Source: an optimization exercise on an open RTL-to-GDS flow (aim: small area, a short achievable clock period and few clock cycles per item). Production flows keep margins and buffers that such runs may drop. Where RTL was checked, it was by simulation tests only, not by an equivalence proof against the original.

build 77:
==> flow/design.v (excerpt) <==
module facet_tile (
    input  wire        clk,
    input  wire        rst,
    input  wire        start,
    input  wire [1:0]  cls,           
    input  wire [31:0] crc_in,        
    output wire        idle,
    input  wire        in_valid,
    input  wire [7:0]  in_data,
    output wire        in_ready,
    output reg         out_valid,
    output reg  [63:0] out_data,
    input  wire        out_ready,
    output reg         done,
    output wire [3:0]  done_cause,    
    output wire [7:0]  done_offset,   
    output wire [31:0] done_arg,      
    output wire [31:0] done_crc       
);
export LEC_CHECK = 0
export CAP_MARGIN = 20
export CORE_MARGIN = 2
export CORE_UTILIZATION = 30
export CTS_CLUSTER_DIAMETER = 100
export CTS_CLUSTER_SIZE = 30
export PLACE_DENSITY = 0.5
export SLEW_MARGIN = 20
export SYNTH_HIERARCHICAL = 1
create_clock -name core_clock -period 10.0 [get_ports {clk}]
run.sh (not shown) runs the stock make flow with config.mk's settings and CLKGATE_MAP_FILE= SYNTH_SCRIPT=/design/flow/synth_recipe.tcl, a recipe that flattens the netlist after the stock synthesis.
The inputs of trial 47 differ from those of build 77 as listed below.
Settings: SYNTH_HIERARCHICAL: 1 -> unset.
Notes after the runs:
Going from build 77 to trial 47, the number of search-and-repair iterations in the first detailed-routing pass was found to have gone up by 1.
Delta(hold path depth, trial 47 - build 77) > 0
No functional check of the RTL was part of any run of this note.

========
## red
facet_tile, a different RTL version from the one above (not shown whole).
Size in the first run: about 1700 cells after synthesis, ~240 flip-flops, about 190 I/O pins, roughly 17000 sq um of cells after synthesis.
Settings: LEC_CHECK=0, CAP_MARGIN=50, CORE_MARGIN=2, CORE_UTILIZATION=40, PLACE_DENSITY=0.6, SLEW_MARGIN=70; clock period 10.0 ns.
Here is what was changed in the inputs of blue compared with red.
Settings: SLEW_MARGIN changed from 70 to 20; CAP_MARGIN changed from 50 to 20.
Results
Across blue and red, none had a timing, DRC or antenna violation. Between blue and red, met1 track utilization from global routing is lower for blue, red comes in above that. met1 layer wirelength in the final routing in blue is 1.9% below red.
Function was not checked in any run of this note: the RTL went through the layout flow alone.

========
== v6 ==
facet_tile, a different RTL version from the one above (not shown whole).
Size: about 1600 cells after synthesis, ~240 flip-flops.
make LEC_CHECK=0 CAP_MARGIN=20 CORE_MARGIN=2 CORE_UTILIZATION=40 PLACE_DENSITY=0.6 SLEW_MARGIN=20 finish   # period 10.0 ns
Per the final summary, v6 finished and its layout is clean on timing, DRC and antenna.
Modified inputs, v7 compared to v6
Settings: CTS_CLUSTER_SIZE newly set to 30; CTS_BUF_LIST newly set to sky130_fd_sc_hd__clkbuf_4 sky130_fd_sc_hd__clkbuf_8.
### Flow results
Diff v6 -> v7: hold slack was more or less identical, setup slack shows an increase of 76 ps, final clock period utilization by the worst path -0.76 points, final area went up by 0.55%.
Number of buffers added to fix hold violations after cts: v7 vs v6 identical
Sequential share of layout area delta for v7 relative to v6: 0.16 points lower
From v6 to v7 the numbers moved as follows: clock period minus final worst setup slack now sits lower, die width now sits at about the same level.
No functional check of the RTL was part of any run of this note.

========
## JK
Another version of the RTL of facet_tile (not shown whole).
For scale: about 1,600 cells after synthesis, about 190 I/O pins, about 17,000 µm² of cells after synthesis.
export LEC_CHECK = 0
export CAP_MARGIN = 20
export CORE_MARGIN = 2
export CORE_UTILIZATION = 30
export CTS_CLUSTER_DIAMETER = 100
export CTS_CLUSTER_SIZE = 30
export PLACE_DENSITY = 0.5
export SLEW_MARGIN = 50
create_clock -name core_clock -period 10.0 [get_ports {clk}]
Testbench counts of JK, summed over its fixed seeds: cycles 528,443, tiles 1,920.
[inputs] MS vs JK
# JK
export LEC_CHECK = 0
export CAP_MARGIN = 20
export CORE_MARGIN = 2
export CORE_UTILIZATION = 30
export CTS_CLUSTER_DIAMETER = 100
export CTS_CLUSTER_SIZE = 30
export PLACE_DENSITY = 0.5
export SLEW_MARGIN = 50
create_clock -name core_clock -period 10.0 [get_ports {clk}]
# MS
export LEC_CHECK = 0
export CAP_MARGIN = 20
export CORE_MARGIN = 2
export CORE_UTILIZATION = 30
export CTS_CLUSTER_DIAMETER = 100
export CTS_CLUSTER_SIZE = 30
export GPL_TIMING_DRIVEN = 1
export PLACE_DENSITY = 0.5
export SLEW_MARGIN = 20
create_clock -name core_clock -period 10.0 [get_ports {clk}]
Results
- Number of clock buffers in the layout: higher on JK
- MS vs. JK: fraction of the cycle the final worst path needs up 0.21 points.
- On maximum fanout count along the critical path, MS and JK are basically level.
- Vias after detailed routing: MS and JK compared, lower one is JK
- Hold slack ended up 0.0038 ns higher on MS than on JK.
Edits applied to the flow inputs when going from MS to AL:
# MS
export LEC_CHECK = 0
export CAP_MARGIN = 20
export CORE_MARGIN = 2
export CORE_UTILIZATION = 30
export CTS_CLUSTER_DIAMETER = 100
export CTS_CLUSTER_SIZE = 30
export GPL_TIMING_DRIVEN = 1
export PLACE_DENSITY = 0.5
export SLEW_MARGIN = 20
create_clock -name core_clock -period 10.0 [get_ports {clk}]
# AL
export LEC_CHECK = 0
export CAP_MARGIN = 20
export CORE_MARGIN = 2
export CORE_UTILIZATION = 30
export CTS_CLUSTER_DIAMETER = 100
export CTS_CLUSTER_SIZE = 30
export GPL_TIMING_DRIVEN = 0
export PLACE_DENSITY = 0.5
export SLEW_MARGIN = 20
create_clock -name core_clock -period 10.0 [get_ports {clk}]
[summary]
AL: full flow OK, the timing, DRC and antenna checks passed
Lower multi-input gate share of total cell area goes to AL over MS.
Global placer's final weighted congestion: AL vs MS up about 8%
NOTE fill cell instance count of the final layout MS->AL decreased slightly
Between MS and AL, total inserted antenna cells increased.
[compare] base=MS new=AL: fmax higher, post-detailed-routing wire length higher, register fraction of the total cell area lower, final critical-path share of the clock period lower, count of clock-buffer cells in the layout higher.
The following lists how TR was set up differently from AL:
# AL
export LEC_CHECK = 0
export CAP_MARGIN = 20
export CORE_MARGIN = 2
export CORE_UTILIZATION = 30
export CTS_CLUSTER_DIAMETER = 100
export CTS_CLUSTER_SIZE = 30
export GPL_TIMING_DRIVEN = 0
export PLACE_DENSITY = 0.5
export SLEW_MARGIN = 20
create_clock -name core_clock -period 10.0 [get_ports {clk}]
# TR
export LEC_CHECK = 0
export CAP_MARGIN = 20
export CORE_MARGIN = 2
export CORE_UTILIZATION = 30
export CTS_CLUSTER_DIAMETER = 70
export CTS_CLUSTER_SIZE = 30
export PLACE_DENSITY = 0.5
export SLEW_MARGIN = 20
create_clock -name core_clock -period 10.0 [get_ports {clk}]
--- outcome ---
TR ended with less number of antenna violations at the first check in global routing than AL.
TR gives less wire length of the first global-routing pass than AL did.
TR vs AL, met3 layer wire length in the routed design went up by 1.0%.
Of TR and AL, TR shows the lower worst setup slack, with AL above it.
Going from AL to TR, share of flip-flops with an asynchronous set or reset was more or less identical; clock buffer instance count of the final layout went up by 7.
### TR -> PW
# TR
export LEC_CHECK = 0
export CAP_MARGIN = 20
export CORE_MARGIN = 2
export CORE_UTILIZATION = 30
export CTS_CLUSTER_DIAMETER = 70
export CTS_CLUSTER_SIZE = 30
export PLACE_DENSITY = 0.5
export SLEW_MARGIN = 20
create_clock -name core_clock -period 10.0 [get_ports {clk}]
# PW
export LEC_CHECK = 0
export CAP_MARGIN = 20
export CORE_MARGIN = 2
export CORE_UTILIZATION = 30
export PLACE_DENSITY = 0.5
export SLEW_MARGIN = 50
create_clock -name core_clock -period 10.0 [get_ports {clk}]
Notes after the runs:
Total wire length, PW and TR: larger value in PW
From TR to PW the numbers moved as follows: clock insertion delay at the later pin of the skew report has increased; number of nets in the layout higher; layout overhead on the synthesized area +1.9 points; final critical-path setup slack now sits higher.
Compared with TR, PW shows a higher fraction of final layout cells sized beyond drive strength 1.

========
facet_tile again, from the RTL that the note above started with.
export LEC_CHECK = 0
export CAP_MARGIN = 20
export CORE_MARGIN = 2
export CORE_UTILIZATION = 40
export PLACE_DENSITY = 0.6
export SLEW_MARGIN = 20
create_clock -name core_clock -period 10.0 [get_ports {clk}]
Testbench counts at the start, summed over its fixed seeds: cycles 528,443, tiles 1,920.
==> next run, changes <==
- CORE_UTILIZATION: 40 -> 30
- PLACE_DENSITY: 0.6 -> 0.5
Effect:
- The new run ran to the end with no violations
- area after synthesis does not change
- core utilization shrinks by 12 points
==> next run, changes <==
- CAP_MARGIN: 20 -> 0
- CTS_CLUSTER_DIAMETER: default -> 100
- CTS_CLUSTER_SIZE: default -> 30
- SLEW_MARGIN: 20 -> 0
Outcome: Worst setup slack improves by 41 ps. Via count decreases slightly. Wire length decreases slightly. Utilization decreases by 0.86 points. Critical path depth stays the same. Clock-buffer cell count decreases by 16. Maximum frequency increases slightly. Design area decreases by a few percent. Global-route usage decreases by 0.19 points.
==> next run, changes <==
- CAP_MARGIN: 0 -> 20
- SLEW_MARGIN: 0 -> 20
Sequential share of layout area is about the same.
Critical path depth is unchanged.
Sequential cell count is unchanged.
Hold slack stays flat.
Area after synthesis stays the same.
Utilization stays flat.
Fmax barely changes.
Wire length is about the same.

========
## garnet
facet_tile, a different RTL version from the one above (not shown whole).
Size: roughly 1700 cells after synthesis, about 250 flip-flops, roughly 190 I/O pins.
## facet_tile
module facet_tile (
    input  wire        clk,
    input  wire        rst,
    input  wire        start,
    input  wire [1:0]  cls,           
    input  wire [31:0] crc_in,        
    output wire        idle,
    input  wire        in_valid,
    input  wire [7:0]  in_data,
    output wire        in_ready,
    output reg         out_valid,
    output reg  [63:0] out_data,
    input  wire        out_ready,
    output reg         done,
    output wire [3:0]  done_cause,    
    output wire [7:0]  done_offset,   
    output wire [31:0] done_arg,      
    output wire [31:0] done_crc       
);
    localparam [3:0] P_HDR   = 4'd0,
                     P_U1    = 4'd1,
                     P_C1    = 4'd2,
                     P_E     = 4'd3,
                     P_B1    = 4'd4,
                     P_B2    = 4'd5,
                     P_BMAP  = 4'd6,
                     P_NLEN  = 4'd7,
                     P_NCOD  = 4'd8,
                     P_TRAIL = 4'd9;    
    reg         busy;
    reg         idle_r;       
    reg  [1:0]  cls_q;
    reg  [8:0]  idx;          
    reg  [3:0]  pst;          
    reg         fail;         
    reg  [3:0]  cause;
    reg  [7:0]  offset;
    reg  [31:0] arg;
    reg  [31:0] crc;
    reg  [10:0] p_last;       
    reg         rdy;
    reg         v0, v1;
    reg  [7:0]  h0, h1;
    reg         pend;
    reg  [9:0]  pend_l;
    reg  [7:0]  code_st;
    reg  [7:0]  len_st;       
    reg         bm;           
    reg         run_act;
    reg  [9:0]  run_l;        
    reg  [7:0]  run_code;     
    reg  [2:0]  q;            
  ...
Settings: LEC_CHECK=0, CAP_MARGIN=20, CORE_MARGIN=2, CORE_UTILIZATION=40, PLACE_DENSITY=0.6, SLEW_MARGIN=20; clock period 10.0 ns.
Testbench counts of garnet, summed over its fixed seeds: cycles 516,466, tiles 1,920.
### garnet -> nickel
Settings: PLACE_DENSITY changed from 0.6 to 0.5; CORE_UTILIZATION changed from 40 to 30.
==> run notes <==
Worst slew margin relative to its limit ended up 5.7 points lower on nickel than on garnet.
Global-route wire length before repair: nickel worse than garnet
Looking only at arrival time at the worst endpoint, and setting everything else aside, the higher value of garnet and nickel goes to garnet.
Across both runs, share of the cycle needed by the critical path after routing was higher for nickel than for garnet.
The critical setup path kind comes out reg2out in one run and reg2reg in the other, namely in nickel and garnet respectively.
nickel vs. garnet: final worst-path setup slack shows a reduction of 0.037 ns, final cell count +9.4%.
What indigo does differently from nickel at the input level:
Settings: a change of CORE_UTILIZATION from 30 to 25; a change of PLACE_DENSITY from 0.5 to 0.45; an added GPL_TIMING_DRIVEN of 0; an added CTS_CLUSTER_SIZE of 30; an added CTS_CLUSTER_DIAMETER of 90.
==> comparison <==
indigo has non-clock buffer count above what nickel had.
Delta (indigo minus nickel): global-route usage over all layers dropped 2.1 points; number of sinks driven by the clock tree barely changed; worst setup slack climbed 0.22 ns.
On indigo: maximum achievable frequency is 13 MHz higher than what nickel gave.
indigo against nickel: data arrival at the endpoint of the critical path decreased 0.22 ns; signed area change from the synthesized netlist to the final layout grew by 1.6 points; part of the cycle the worst path needs fell by 2.2 points; number of enable-type register cells in the synthesized netlist about even.
Looking at worst reg2reg path depth, indigo sits 5 above nickel.
> inputs changed (indigo -> zinc)
Settings: CORE_UTILIZATION: 25 -> 30; CTS_CLUSTER_DIAMETER: 90 -> 100; PLACE_DENSITY: 0.45 -> 0.5.
==> run notes <==
- indigo has a lower number of vias per cell after detailed routing than zinc.
- Summary of zinc over indigo: post-placement cell area now smaller.
Modified inputs, sierra compared to zinc
Settings: clearing GPL_TIMING_DRIVEN, which used to be 0; clearing CTS_CLUSTER_SIZE, which used to be 30; swapping 30 for 50 in CORE_UTILIZATION; swapping 0.5 for 0.65 in PLACE_DENSITY; clearing CTS_CLUSTER_DIAMETER, which used to be 100.
[summary]
Across zinc and sierra, the outcome is the same: a clean finish for every run.
The worst-case hold slack in sierra sits 0.016 ns above the value recorded for zinc.
Count of clock-buffer cells in the layout: sierra vs zinc up 19
Here is what was changed in the inputs of onyx compared with sierra.
Settings: CTS_CLUSTER_SIZE: unset -> 30; PLACE_DENSITY: 0.65 -> 0.5; GPL_TIMING_DRIVEN: unset -> 0; CORE_UTILIZATION: 50 -> 30; CTS_CLUSTER_DIAMETER: unset -> 90.
[summary]
- Of sierra and onyx, the lower global routing usage on met3 belongs to onyx.
- Relative to sierra, non-clock buffer count increased by 74 in onyx.
- As far as number of hold violations in the final report is concerned, onyx and sierra perform about the same.
- onyx vs sierra — final area climbed by a few percent
- On setup slack after placement: onyx sits below sierra.

[separate check: timing with driven ports]
The flow's constraints put no driver on any port. The routed layouts listed below were extracted and timed again, unchanged, in two steps.
Step 1 assumes that a clkbuf_16 drives the clock port and a buf_2 every other input.
Step 2 adds t to the input delays and takes it off the output delays; t is the mean of the earliest and latest rising clock arrival at the registers after step 1. Input paths then give back, and output paths get back, about the clock's delay inside the block.
Slacks: no drivers / after step 1 / after step 2; pairs: no drivers / after step 1.
run | t (ns) | slack for setup (ns) | hold WS [ns]
build 77 | 0.607 | 5.816 / 5.816 / 5.307 | 0.492 / 0.492 / 0.492
trial 47 | 0.605 | 6.128 / 6.118 / 5.731 | 0.473 / 0.473 / 0.473
red | 0.635 | 4.591 / 4.591 / 4.591 | 0.463 / 0.463 / 0.463
blue | 0.625 | 4.415 / 4.415 / 4.415 | 0.465 / 0.465 / 0.465
v6 | 0.631 | 5.660 / 5.693 / 5.062 | 0.457 / 0.457 / 0.457
v7 | 0.665 | 5.736 / 5.764 / 5.099 | 0.459 / 0.459 / 0.459
JK | 0.586 | 6.032 / 5.978 / 5.861 | 0.467 / 0.467 / 0.467
MS | 0.589 | 6.011 / 5.959 / 5.768 | 0.471 / 0.471 / 0.471
AL | 0.583 | 6.074 / 6.019 / 5.689 | 0.455 / 0.455 / 0.455
TR | 0.630 | 5.972 / 5.918 / 5.757 | 0.470 / 0.470 / 0.470
PW | 0.644 | 6.014 / 5.959 / 5.863 | 0.461 / 0.461 / 0.461
the first run of note 5 | 0.644 | 6.020 / 5.963 / 5.867 | 0.466 / 0.466 / 0.466
the second run of note 5 | 0.643 | 5.967 / 5.915 / 5.758 | 0.464 / 0.464 / 0.464
the third run of note 5 | 0.590 | 6.008 / 5.956 / 5.775 | 0.471 / 0.471 / 0.471
the fourth run of note 5 | 0.589 | 6.011 / 5.959 / 5.768 | 0.471 / 0.471 / 0.471
garnet | 0.618 | 5.887 / 5.887 / 5.682 | 0.486 / 0.486 / 0.486
nickel | 0.645 | 5.850 / 5.788 / 5.701 | 0.482 / 0.482 / 0.482
indigo | 0.612 | 6.067 / 6.005 / 5.656 | 0.490 / 0.490 / 0.490
zinc | 0.592 | 6.123 / 6.058 / 5.675 | 0.477 / 0.477 / 0.477
sierra | 0.608 | 5.897 / 5.887 / 5.817 | 0.493 / 0.493 / 0.493
onyx | 0.606 | 6.116 / 6.051 / 5.705 | 0.455 / 0.455 / 0.455
After both steps every run listed still meets setup and hold. The setup slack of v7, which loses most, moves by +0.028 ns with the drivers and by -0.637 ns with both steps.
